Context: an optimization exercise on an open-source flow, tuned for small area and a short achievable clock period. The choices shown serve that exercise and are no tape-out recipe. RTL that was checked went through simulation tests only; none was proved equivalent to the original. For runs 2 and 3, only the layout was checked, not whether the RTL still works. Power and IR drop assume default switching activity.

==> flow/design.v (outline; a module is shown in full before it is edited, if it fits) <==
// module hb1dec: 803 lines
// module hb1dec_fa: 4 lines
// module hb1dec_ha: 4 lines
module hb1dec (
    input  wire        clk,
    input  wire        rst,         
    input  wire        in_valid,
    input  wire [31:0] in_data,
    output reg         out_valid,
    output reg  [31:0] out_data
);
  // ...
==> flow/flow/run.sh <==
#!/bin/bash
# The standard layout (the standard.sh), with the port buffers made of
# buf_2 cells instead of the cell buffer_ports picks by default, and clock
# tree synthesis without dummy loads.
set -euo pipefail
export BUFFER_PORTS_ARGS="-buffer_cell sky130_fd_sc_hd__buf_2"
export CTS_ARGS="-sink_clustering_enable -repair_clock_nets -sink_clustering_size 24 -sink_clustering_max_diameter 100 -dont_use_dummy_load"
bash standard.sh > standard.log 2>&1
==> flow/standard.sh <==
#!/bin/bash
# synth_recipe.tcl (not shown) runs the flow's synth.tcl, then flattens the netlist and writes it again
# the make line also repeats each setting of config.mk as NAME=value (left out here)
make -C /OpenROAD-flow-scripts/flow DESIGN_CONFIG=/design/flow/config.mk WORK_HOME=/design/flow/orfs CLKGATE_MAP_FILE= SYNTH_SCRIPT=/design/flow/synth_recipe.tcl "${@:-finish}"
==> flow/config.mk <==
export PLATFORM = sky130hd
export DESIGN_NAME = hb1dec
export DESIGN_NICKNAME = hb1dec
export VERILOG_FILES = /design/flow/design.v
export SDC_FILE = /design/flow/constraint.sdc
export NUM_CORES = 4
export LEC_CHECK = 0
export CAP_MARGIN = 20
export CORE_MARGIN = 2
export CORE_UTILIZATION = 60
export SLEW_MARGIN = 20
export SYNTH_HIERARCHICAL = 1
export SYNTH_MINIMUM_KEEP_SIZE = 0
==> flow/constraint.sdc <==
create_clock -name core_clock -period 18.0 [get_ports {clk}]
set_input_delay 3.6000 -clock core_clock [delete_from_list [all_inputs] [get_ports {clk}]]
set_output_delay 3.6000 -clock core_clock [all_outputs]
set_load 0.01 [all_outputs]
==> run summary, run 1 <==
minimum hold slack=0.3237 ns; sequential cell area=20420 sq um; R2R cell count=9; std cell rows=90; run status=finished clean; hold violation count in the final report=0; PostCTS Resize Cnt=0; number of well-tap cells placed=782; Seq Cell Count=788; area share of the largest cell type after synthesis=0.3791; most common cell after layout, fill and taps aside=sky130_fd_sc_hd__fa_1; start point of the critical path=pr1[11]; minimum setup slack among reg-to-reg paths=13.33 ns; adder and majority gate portion of the synthesized area=0.3062; number of iterations in the first detailed-routing pass=5; fraction of the core area covered by cells at the end of the flow=0.6439; CP Class=reg2reg; CTS Sinks=788; placement-stage cell area=37960 sq um; CP max FO=5; Post-Synthesis Cells=2309; most common cell in the netlist=sky130_fd_sc_hd__fa_1; count of clock buffers in the final design=39; final weighted congestion in routability-driven placement=0.9663; drt wl/cell=26.33 microns; post-synthesis area per instance=15.92 sq um; reg-to-reg critical path endpoint=ry[22]; die area=63250 sq um
==> run 2, diff against run 1 <==
--- a/flow/design.v
+++ b/flow/design.v
@@ -1,88 +1,118 @@
 module hb1dec (
     input  wire        clk,
     input  wire        rst,         
     input  wire        in_valid,
     input  wire [31:0] in_data,
     output reg         out_valid,
     output reg  [31:0] out_data
 );
-    reg        iv;
-    reg [15:0] dlo, dhi;
     reg [15:0] hreg;     
     reg        phase;    
     reg        a1;       
     reg        ea1;      
     reg        b1;       
     reg        nb1;      
     reg        c2, c3, c4;
     reg        c2k;      
     reg        nc2k;     
     reg        nnb;      
     reg  [9:0] vo;       
-    wire oacc = iv & phase;
-    wire eacc = iv & ~phase;
+    wire oacc = in_valid & phase;
+    wire eacc = in_valid & ~phase;
+    reg        ph1, ph2, ph3;            
+    reg        a1g1, a1g2, a1g3, ea1g1, ea1g2, ea1g3;
+    wire       og1 = in_valid & ph1,  eg1 = in_valid & ~ph1;
+    wire       og2 = in_valid & ~ph2, eg2 = in_valid & ph2;
+    wire       og3 = in_valid & ~ph3, eg3 = in_valid & ph3;
+    always @(posedge clk) begin
+        if (rst) begin
+            ph1 <= 1'b0; ph2 <= 1'b1; ph3 <= 1'b1;
+            a1g1 <= 1'b0; a1g2 <= 1'b0; a1g3 <= 1'b0;
+            ea1g1 <= 1'b0; ea1g2 <= 1'b0; ea1g3 <= 1'b0;
+        end else begin
+            ph1 <= ph1 ^ in_valid;
+            if (in_valid) ph2 <= ~ph2;
+            ph3 <= ph3 ^ in_valid;
+            a1g1 <= og1; a1g2 <= og2; a1g3 <= og3;
+            ea1g1 <= eg1; ea1g2 <= eg2; ea1g3 <= eg3;
+        end
+    end
     always @(posedge clk) begin
         c2k  <= b1;
         nc2k <= ~b1;
         nnb  <= nb1;
-        dlo  <= in_data[15:0];
-        dhi  <= in_data[31:16];
-        hreg <= dhi;
+        hreg <= in_data[31:16];
         if (rst) begin
-            iv <= 1'b0;
             phase <= 1'b0;
             a1 <= 1'b0; ea1 <= 1'b0; b1 <= 1'b0; nb1 <= 1'b1;
             c2 <= 1'b0; c3 <= 1'b0; c4 <= 1'b0;
             out_valid <= 1'b0;
             vo <= 10'd0;
         end else begin
-            iv <= in_valid;
-            if (iv) phase <= ~phase;
+            if (in_valid) phase <= ~phase;
             a1 <= oacc; ea1 <= eacc; b1 <= a1; nb1 <= ~a1;
             c2 <= b1; c3 <= c2; c4 <= c3;
             out_valid <= c4;
             if (oacc) vo <= {vo[8:0], 1'b1};
         end
     end
     reg [15:0] os0, os1, os2, os3, os4, os5, os6, os7, os8, os9, os10, os11, os12, os13, os14, os15, os16, os17, os18;
     always @(posedge clk)
         if (oacc | a1) begin
-            os0 <= a1 ? hreg : dlo;
+            os0 <= a1 ? hreg : in_data[15:0];
             os1 <= os0;
             os2 <= os1;
             os3 <= os2;
             os4 <= os3;
+        end
+    always @(posedge clk)
+        if (og1 | a1g1) begin
             os5 <= os4;
             os6 <= os5;
             os7 <= os6;
             os8 <= os7;
             os9 <= os8;
+        end
+    always @(posedge clk)
+        if (og2 | a1g2) begin
             os10 <= os9;
             os11 <= os10;
             os12 <= os11;
             os13 <= os12;
             os14 <= os13;
+        end
+    always @(posedge clk)
+        if (og3 | a1g3) begin
             os15 <= os14;
             os16 <= os15;
             os17 <= os16;
             os18 <= os17;
         end
     reg [15:0] es0, es1, es2, es3, es4, es5, es6, es7, es8, es9;
     always @(posedge clk)
         if (eacc | ea1) begin
-            es0 <= ea1 ? hreg : dlo;
+            es0 <= ea1 ? hreg : in_data[15:0];
             es1 <= es0;
             es2 <= es1;
+        end
+    always @(posedge clk)
+        if (eg1 | ea1g1) begin
             es3 <= es2;
             es4 <= es3;
             es5 <= es4;
+        end
+    always @(posedge clk)
+        if (eg2 | ea1g2) begin
             es6 <= es5;
             es7 <= es6;
+        end
+    always @(posedge clk)
+        if (eg3 | ea1g3) begin
             es8 <= es7;
             es9 <= es8;
         end
     wire [15:0] wan0 = ~(os0 & {16{vo[0]}});
     wire [15:0] wbn0 = ~(os18 & {16{vo[9]}});
     reg         pc0;
     reg  [16:0] pr0;
     reg  [1:0] pr0c;
==> run 2 against run 1 <==
Critical path depth down 5. Critical endpoint is now os6[10]. Cell count is 0.16% higher. Largest power group unchanged. Register-to-register slack worse by 0.09 ns. Maximum frequency fell by 2.9%. Clock power fell by 0.4%. Power grew 5.6%.
==> run summary, run 2 <==
Setup WS post-layout=13.18 ns (was 13.33 ns); total number of yosys warnings=7 (unchanged); number of iterations in the first detailed-routing pass=5 (unchanged); number of enable flip-flop cells after synthesis=464 (unchanged); die outline height=250.3 microns (was 251.5 microns); hold crit path type=reg2reg (unchanged); number of buffers inserted by post-CTS setup repair=0 (unchanged); share of cells above drive strength 1=0.07505 (was 0.07521); RSZ-0062 raised after global routing=no (unchanged); CP delay by family, top=buffers and inverters (was adder cells); actual transition at the worst max-transition pin=1.016 ns (was 1.056 ns); commonest cells in the netlist=529 x sky130_fd_sc_hd__fa_1, 464 x sky130_fd_sc_hd__edfxtp_1, 300 x sky130_fd_sc_hd__dfxtp_1 (was 529 x sky130_fd_sc_hd__fa_1, 464 x sky130_fd_sc_hd__edfxtp_1, 324 x sky130_fd_sc_hd__dfxtp_1); kind of start point of the critical path=primary input (was flip-flop); Inserted Diodes=0 (unchanged); highest-count cells in the layout ignoring fill and taps=529 x sky130_fd_sc_hd__fa_1, 464 x sky130_fd_sc_hd__edfxtp_1, 300 x sky130_fd_sc_hd__dfxtp_1 (was 529 x sky130_fd_sc_hd__fa_1, 464 x sky130_fd_sc_hd__edfxtp_1, 324 x sky130_fd_sc_hd__dfxtp_1); worst endpoint required time=18.21 ns (was 18.43 ns); fin crit period=4.816 ns (was 4.675 ns); instance count on the critical path=4 (was 9); die area=62650 sq um (was 63250 sq um); library cell contributing the largest single delay on the critical path=sky130_fd_sc_hd__buf_4 (was sky130_fd_sc_hd__dfxtp_1); R2R cell count=8 (was 9); total DRC errors in the routed layout=0 (unchanged); per-cell via count in the routed design=5.825 (was 5.746); minimum setup slack among reg-to-reg paths=13.24 ns (was 13.33 ns); biggest area consumer among synthesized cells=sky130_fd_sc_hd__edfxtp_1 (unchanged); ordered list of cells on the worst path=buf_2 > ha_1 > or2_4 > buf_4 (was fa_1 > fa_1 > fa_1 > fa_1 > inv_1 > fa_1 > fa_1 > fa_1 > fa_1); fraction of the cycle the final worst path needs=0.2676 (was 0.2597); Slew headroom=0.3229 (was 0.2951); number of global-route vias before repair=19.37k (was 19.21k); achievable clock frequency=207.6 MHz (was 213.9 MHz); growth of design area from synthesis to finish=6.222% (was 5.948%); synthesized area=36400 sq um (was 36750 sq um); post-layout instance area=38660 sq um (was 38940 sq um); final weighted congestion in routability-driven placement=0.9993 (was 0.9663); wirelength, routed=89070 microns (was 83250 microns); most common cell in the netlist=sky130_fd_sc_hd__fa_1 (unchanged); setup slack at placement=12.43 ns (was 13.34 ns); clock insertion delay at the later pin of the skew report=0.59 ns (was 0.60 ns); PostCTS Resize Cnt=0 (unchanged); Final Max Slew Viols=0 (unchanged); first-pass GRT wire length=128800 microns (was 123200 microns); largest registers in the final layout=rx x34, u x34, ry x33 (unchanged); placement-stage cell area=37650 sq um (was 37960 sq um); Max Cap Viol=0 (unchanged); Remaining Overflow, GRT=0 (unchanged); final HPWL from detailed placement=70420 microns (was 65910 microns); setup-violating endpoint count in the final report=0 (unchanged); vias=18.45k (was 18.17k); synthesized flop and latch total=764 (was 788); drt wl/cell=28.13 microns (was 26.33 microns); clock-pin transition on the worst setup and hold timing paths=0.10 ns (was 0.09 ns); areal power density over the cells=109.9 nW/um^2 (was 103.4 nW/um^2); horizontal die dimension=250.3 microns (was 251.5 microns); minimum hold slack=0.3373 ns (was 0.3237 ns); hold buffer count at cts=0 (unchanged); Leak Pwr=12.65 nW (was 12.61 nW); Root Driver=sky130_fd_sc_hd__clkbuf_16 (unchanged); worst vdd ir=0.09442 mV (was 0.09150 mV); clock tree from TritonCTS=built (unchanged); post-synthesis area per instance=15.73 sq um (was 15.92 sq um); CP Data Arrival Time=5.02 ns (was 5.10 ns); core area=60130 sq um (was 60470 sq um); post-synth cell types=61 (was 66); Port-buffer cells=67 (unchanged); area share of the largest cell type after synthesis=0.3828 (was 0.3791); most common cell after layout, fill and taps aside=sky130_fd_sc_hd__fa_1 (unchanged); number of buffers added by the clock tree synthesis step=39 (unchanged); number of H-tree levels=2 (unchanged); predominant post-synthesis flop cell=sky130_fd_sc_hd__edfxtp_1 (unchanged); Post-Synthesis Cells=2314 (was 2309); Initial DRC Count=1783 (was 1566); global router's overall resource usage=0.2912 (was 0.2727); final net count=3008 (was 2999); CP max FO=80 (was 5); io pins=68 (unchanged); TNS Setup=0 ns (unchanged); CP Class=in2reg (was reg2reg); buffer depth of the longest clock path=3 (unchanged); layout filler cell count=4405 (was 4328); antenna-violating nets left=0 (unchanged); largest net degree at the start of global routing=81 (was 96); largest stage delay on the critical path=0.70 ns (was 0.72 ns); share of synthesized flip-flops with an asynchronous set or reset=0 (unchanged); CTS Sinks=764 (was 788); proportion of synthesized chip area in sequential cells=0.5478 (was 0.5556); total buffers and inverters traversed by the critical path=2 (was 1); antenna violations before repair=1 (was 5); Initial Util=0.6053 (was 0.6078); run status=finished clean (unchanged); clock tree skew after final layout=0.05303 ns (was 0.05727 ns); leading post-synthesis cells by cell area=sky130_fd_sc_hd__edfxtp_1 38%, sky130_fd_sc_hd__fa_1 29%, sky130_fd_sc_hd__dfxtp_1 17% (was sky130_fd_sc_hd__edfxtp_1 38%, sky130_fd_sc_hd__fa_1 29%, sky130_fd_sc_hd__dfxtp_1 18%); std cell rows=90 (unchanged); hold violation count in the final report=0 (unchanged); Worst setup EP type=flip-flop (unchanged); instance count along the most critical hold path=0 (unchanged)
## run 2: cell types whose count changed in the layout (fill, tap and decap cells not counted), moves of 6 or more
cell                       delta
sky130_fd_sc_hd__inv_1       +10
sky130_fd_sc_hd__nor2_1      +14
sky130_fd_sc_hd__o21bai_1     +8
sky130_fd_sc_hd__xnor2_1      +7
sky130_fd_sc_hd__o21a_1       +8
sky130_fd_sc_hd__nand2_1     -16
sky130_fd_sc_hd__nor3_1       +6
sky130_fd_sc_hd__dfxtp_1     -24
## run 2: layout make-up
| type | instances | area (sq um) | share of cell area |
|---|---|---|---|
| clock buffer | 39 | 975.9 | 0.02524 |
| inverter | 142 | 533.0 | 0.01379 |
| multi-input combinational | 1356 | 15750 | 0.4074 |
| sequential | 764 | 19940 | 0.5157 |
| tap | 782 | 978.4 | 0.02531 |
| timing repair buffer | 84 | 483.0 | 0.01249 |
## run 2: metrics by stage
step	power, mW	utilization	std cells
3_5_place_dp	3.391	0.6261	3127
5_1_grt	4.478	0.6429	3167
3_3_place_gp	3.374	0.6261	3127
4_1_cts	4.285	0.6423	3166
2_1_floorplan	3.017	-	2323
6_report	4.251	0.6429	3167
## run 2: worst paths after layout
kind	startpoint	end
worst min-delay path	ecr[16]	rx[32]
worst max register to register	pr3[6]	ry[18]
worst max-delay path	in_valid	os6[10]
worst min register to register	ecr[16]	rx[32]
## run 2: cell families after synthesis
kind of cell,after synthesis,share of synthesized area
fa+ha+maj,586,0.3106
compound gates,187,0.03328
simple gates,465,0.05896
buf+inv,203,0.02118
mux,33,0.01021
flops,764,0.5478
xor+xnor,74,0.01781
other cells,2,0.0002063
## run 2: report_power, final
group	total, mW	leakage [nW]	internal [mW]	switching [mW]
Clock	0.903	0.481	0.388	0.515
Sequential	2.25	6.85	2.09	0.160
Combinational	1.10	5.31	0.450	0.650
## run 2: per-layer routing
layer  vias up  track usage  share of wire
met5         -            0              0
met4         0      0.08879          0.034
met3       149      0.05726          0.079
met2       755       0.4617           0.47
met1      9748       0.4159           0.42
li1       7796            -              -
## run 2: modules after synthesis, one instance, submodules excluded
| module | copies in the design | flip-flops and latches |
|---|---|---|
| hb1dec | 1 | 764 |
| hb1dec_fa | 526 | 0 |
| hb1dec_ha | 9 | 0 |
==> run 3, diff against run 2 <==
--- a/flow/config.mk
+++ b/flow/config.mk
@@ -9,5 +9,5 @@
 export CORE_MARGIN = 2
 export CORE_UTILIZATION = 60
-export SLEW_MARGIN = 20
+export SLEW_MARGIN = 60
 export SYNTH_HIERARCHICAL = 1
 export SYNTH_MINIMUM_KEEP_SIZE = 0
==> run 3 against run 2 <==
Still clean. Maximum frequency rose by 2.0%. Via count rose by 0.16%. Global-route usage rose by 0.31 points. Worst hold slack got worse by 0.0013 ns. Combinational power barely moved. Non-clock buffer count rose by 7. Die area did not move. Sequential share of layout area fell by 0.20 points. Synthesized cell count did not move. Count of clock-buffer cells in the layout did not move. Clock skew rose by 0.0042 ns. Critical endpoint is now ry[18]. Highest routed layer is now met5.
==> run summary, run 3 <==
run status=finished clean (unchanged); Max Cap Viol=0 (unchanged); number of H-tree levels=2 (unchanged); adder and majority gate portion of the synthesized area=0.3106 (unchanged); placement-stage cell area=37870 sq um (was 37650 sq um); antenna violations before repair=4 (was 1); final net count=3015 (was 3008); Final Max Slew Viols=0 (unchanged); Worst setup EP type=flip-flop (unchanged); compound-cell area share of the yosys netlist=0.03328 (unchanged); vias=18.48k (was 18.45k); largest net degree at the start of global routing=81 (unchanged); global router's overall resource usage=0.2943 (was 0.2912); post-synth cell types=61 (unchanged); number of buffers inserted by post-CTS setup repair=0 (unchanged); Initial DRC Count=1634 (was 1783); std cell rows=90 (unchanged); Most Frequent Cell on Critical Path=sky130_fd_sc_hd__fa_1; area share of the largest cell type after synthesis=0.3828 (unchanged); actual transition at the worst max-transition pin=0.5999 ns (was 1.016 ns); achievable clock frequency=211.9 MHz (was 207.6 MHz); number of global-route vias before repair=19.62k (was 19.37k); hold path endpoint=rx[32] (unchanged); share of cells above drive strength 1=0.09406 (was 0.07505); synthesized area=36400 sq um (unchanged); CP max FO=5 (was 80); synthesized flop and latch total=764 (unchanged); clock-pin transition on the worst setup and hold timing paths=0.10 ns (about the same); die outline height=250.3 microns (unchanged); antenna-violating nets left=0 (unchanged); hold violation count in the final report=0 (unchanged); R2R cell count=8 (unchanged); number of iterations in the first detailed-routing pass=5 (unchanged); final weighted congestion in routability-driven placement=0.9993 (unchanged); first-pass GRT wire length=130300 microns (was 128800 microns); fraction of the cycle the final worst path needs=0.2622 (was 0.2676); Initial Util=0.6053 (unchanged); XOR/XNOR Fraction of Synth Area=0.01781 (unchanged); ordered list of cells on the worst path=fa_1 > fa_1 > fa_1 > fa_1 > fa_1 > fa_1 > fa_1 > fa_1 (was buf_2 > ha_1 > or2_4 > buf_4); wirelength, routed=89170 microns (was 89070 microns); total DRC errors in the routed layout=0 (unchanged); io pins=68 (unchanged); largest stage delay on the critical path=0.69 ns (was 0.70 ns); biggest area consumer among synthesized cells=sky130_fd_sc_hd__edfxtp_1 (unchanged); final HPWL from detailed placement=70910 microns (was 70420 microns); post-layout instance area=38910 sq um (was 38660 sq um); PostCTS Resize Cnt=0 (unchanged); hold buffer count at cts=0 (unchanged); CTS Sinks=764 (unchanged); hold path startpoint=ecr[16] (unchanged); total instance count after detailed placement=3133 (was 3127); Post-Layout Cell Count=3175 (was 3167); Port-buffer cells=67 (unchanged); combinational family with the most area after synthesis=adder cells (unchanged); proportion of synthesized chip area in sequential cells=0.5478 (unchanged); total chip power=4.257 mW (was 4.251 mW); commonest cells in the netlist=529 x sky130_fd_sc_hd__fa_1, 464 x sky130_fd_sc_hd__edfxtp_1, 300 x sky130_fd_sc_hd__dfxtp_1 (unchanged); share of synthesized flip-flops with an asynchronous set or reset=0 (unchanged); Root Driver=sky130_fd_sc_hd__clkbuf_16 (unchanged); setup-violating endpoint count in the final report=0 (unchanged); Remaining Overflow, GRT=0 (unchanged); number of buffers added by the clock tree synthesis step=39 (unchanged); reg-to-reg critical path endpoint=ry[18] (unchanged); largest registers in the final layout=rx x34, u x34, ry x33 (unchanged); minimum setup slack among reg-to-reg paths=13.28 ns (was 13.24 ns); number of enable flip-flop cells after synthesis=464 (unchanged); horizontal die dimension=250.3 microns (unchanged); core area=60130 sq um (unchanged); leading post-synthesis cells by cell area=sky130_fd_sc_hd__edfxtp_1 38%, sky130_fd_sc_hd__fa_1 29%, sky130_fd_sc_hd__dfxtp_1 17% (unchanged); Setup WS post-layout=13.28 ns (was 13.18 ns); predominant post-synthesis flop cell=sky130_fd_sc_hd__edfxtp_1 (unchanged); highest-count cells in the layout ignoring fill and taps=529 x sky130_fd_sc_hd__fa_1, 464 x sky130_fd_sc_hd__edfxtp_1, 263 x sky130_fd_sc_hd__dfxtp_1 (was 529 x sky130_fd_sc_hd__fa_1, 464 x sky130_fd_sc_hd__edfxtp_1, 300 x sky130_fd_sc_hd__dfxtp_1); die area=62650 sq um (unchanged); instance count along the most critical hold path=0 (unchanged); TNS Setup=0 ns (unchanged); most common cell in the netlist=sky130_fd_sc_hd__fa_1 (unchanged); total number of yosys warnings=7 (unchanged); fin crit period=4.720 ns (was 4.816 ns); buffer depth of the longest clock path=3 (unchanged); growth of design area from synthesis to finish=6.896% (was 6.222%); share of cell area taken by muxes after synthesis=0.01021 (unchanged); areal power density over the cells=109.4 nW/um^2 (was 109.9 nW/um^2); clock tree skew after final layout=0.05719 ns (was 0.05303 ns); hold crit path type=reg2reg (unchanged); most common cell after layout, fill and taps aside=sky130_fd_sc_hd__fa_1 (unchanged); CP Data Arrival Time=5.13 ns (was 5.02 ns); simple-gate area share of the yosys netlist=0.05895 (unchanged); Post-Synthesis Cells=2314 (unchanged); Slew headroom=0.5995 (was 0.3229); worst endpoint required time=18.41 ns (was 18.21 ns); worst vdd ir=0.07826 mV (was 0.09442 mV); Leak Pwr=12.72 nW (was 12.65 nW); RSZ-0062 raised after global routing=no (unchanged); clock insertion delay at the later pin of the skew report=0.59 ns (about the same); CP Class=reg2reg (was in2reg); clock tree from TritonCTS=built (unchanged); minimum hold slack=0.3361 ns (was 0.3373 ns); reg-to-reg startpoint=pr1[13] (was pr3[6]); library cell contributing the largest single delay on the critical path=sky130_fd_sc_hd__dfxtp_1 (was sky130_fd_sc_hd__buf_4); per-cell via count in the routed design=5.820 (was 5.825); layout filler cell count=4329 (was 4405); post-synthesis area per instance=15.73 sq um (unchanged); kind of start point of the critical path=flip-flop (was primary input); fraction of the core area covered by cells at the end of the flow=0.6470 (was 0.6429); setup slack at placement=12.72 ns (was 12.43 ns); drt wl/cell=28.08 microns (was 28.13 microns)
[run 3: cell counts after synthesis]
No cell type changed its count.
[run 3: logic make-up (layout without fill, tap and decap cells)]
| family | after synthesis | count (layout) |
|---|---|---|
| AOI/OAI and AO/OA | 187 | 187 |
| muxes | 33 | 33 |
| other | 2 | 12 |
| DFF | 764 | 764 |
| adders and majority gates | 586 | 586 |
| xor gates and xnor gates | 74 | 74 |
| buffers and inverters | 203 | 272 |
| and+or+nand+nor | 465 | 465 |
[run 3: area by class of cell]
type	count	area [sq um]	area share
sequential	764	19990	0.5137
tap	782	978.4	0.02515
inverter	142	533.0	0.01370
antenna	1	2.502	0.00006432
timing repair buffer	91	654.4	0.01682
multi-input combinational	1356	15780	0.4055
clock buffer	39	975.9	0.02508
[run 3: report_power, final]
| part | switching [mW] | internal (mW) | total [mW] | leakage, nW |
|---|---|---|---|---|
| sequential | 0.160 | 2.09 | 2.25 | 6.84 |
| clock | 0.510 | 0.388 | 0.898 | 0.481 |
| combinational | 0.654 | 0.459 | 1.11 | 5.40 |
[run 3: worst max-delay path by stage]
| stage | startpoint | endpoint | cells past startpoint |
|---|---|---|---|
| floorplan | in_valid | os0[0] | 3 |
| global placement | in_valid | os4[0] | 3 |
| detailed placement | in_valid | os0[0] | 4 |
| CTS | pr3[6] | ry[18] | 8 |
| global route | pr1[13] | ry[18] | 8 |
| finish | pr1[13] | ry[18] | 8 |
[run 3: per-layer routing]
metal / share of wire / track usage / up-vias
met5: 0.00015 / 0 / -
met2: 0.48 / 0.4723 / 745
met4: 0.032 / 0.08315 / 2
met1: 0.41 / 0.4138 / 9769
met3: 0.077 / 0.06370 / 137
li1: - / - / 7825
[run 3: worst max-delay path, delay by kind of cell (launching register included)]
kind	cells	cell delay [ns]
fa+ha+maj	8	3.86
flops	1	0.69
[run 3: Yosys stat by module, one instance, submodules excluded]
module     flip-flops and latches  cell area (sq um)
hb1dec                        764              25750
hb1dec_fa                       0              20.02
hb1dec_ha                       0              12.51

## port drivers added, routing unchanged
The results above use ideal ports. As a check the final layouts listed here were re-extracted and re-timed, cells and wires unchanged.
Step 1, drivers: a clkbuf_16 drives clk and a buf_2 each remaining input, both assumed.
Step 2, shift: input delay + t, output delay - t, t = (earliest + latest rising clock arrival at the registers) / 2. This alone moves slack from input paths to output paths.
Three values: ideal ports, drivers, drivers and shift; two values: the first two.
run | t, ns | setup WS [ns] | slew at the worst register clock pin (ns)
run 1 | 0.636 | 13.325 / 13.304 / 13.325 | 0.10 / 0.10
run 2 | 0.631 | 13.184 / 13.230 / 12.599 | 0.10 / 0.10
run 3 | 0.629 | 13.280 / 13.280 / 12.752 | 0.10 / 0.10
After both steps setup and hold are still met in every run listed. The setup slack of run 2, which loses most, moves by +0.046 ns with the drivers and by -0.585 ns with both steps.
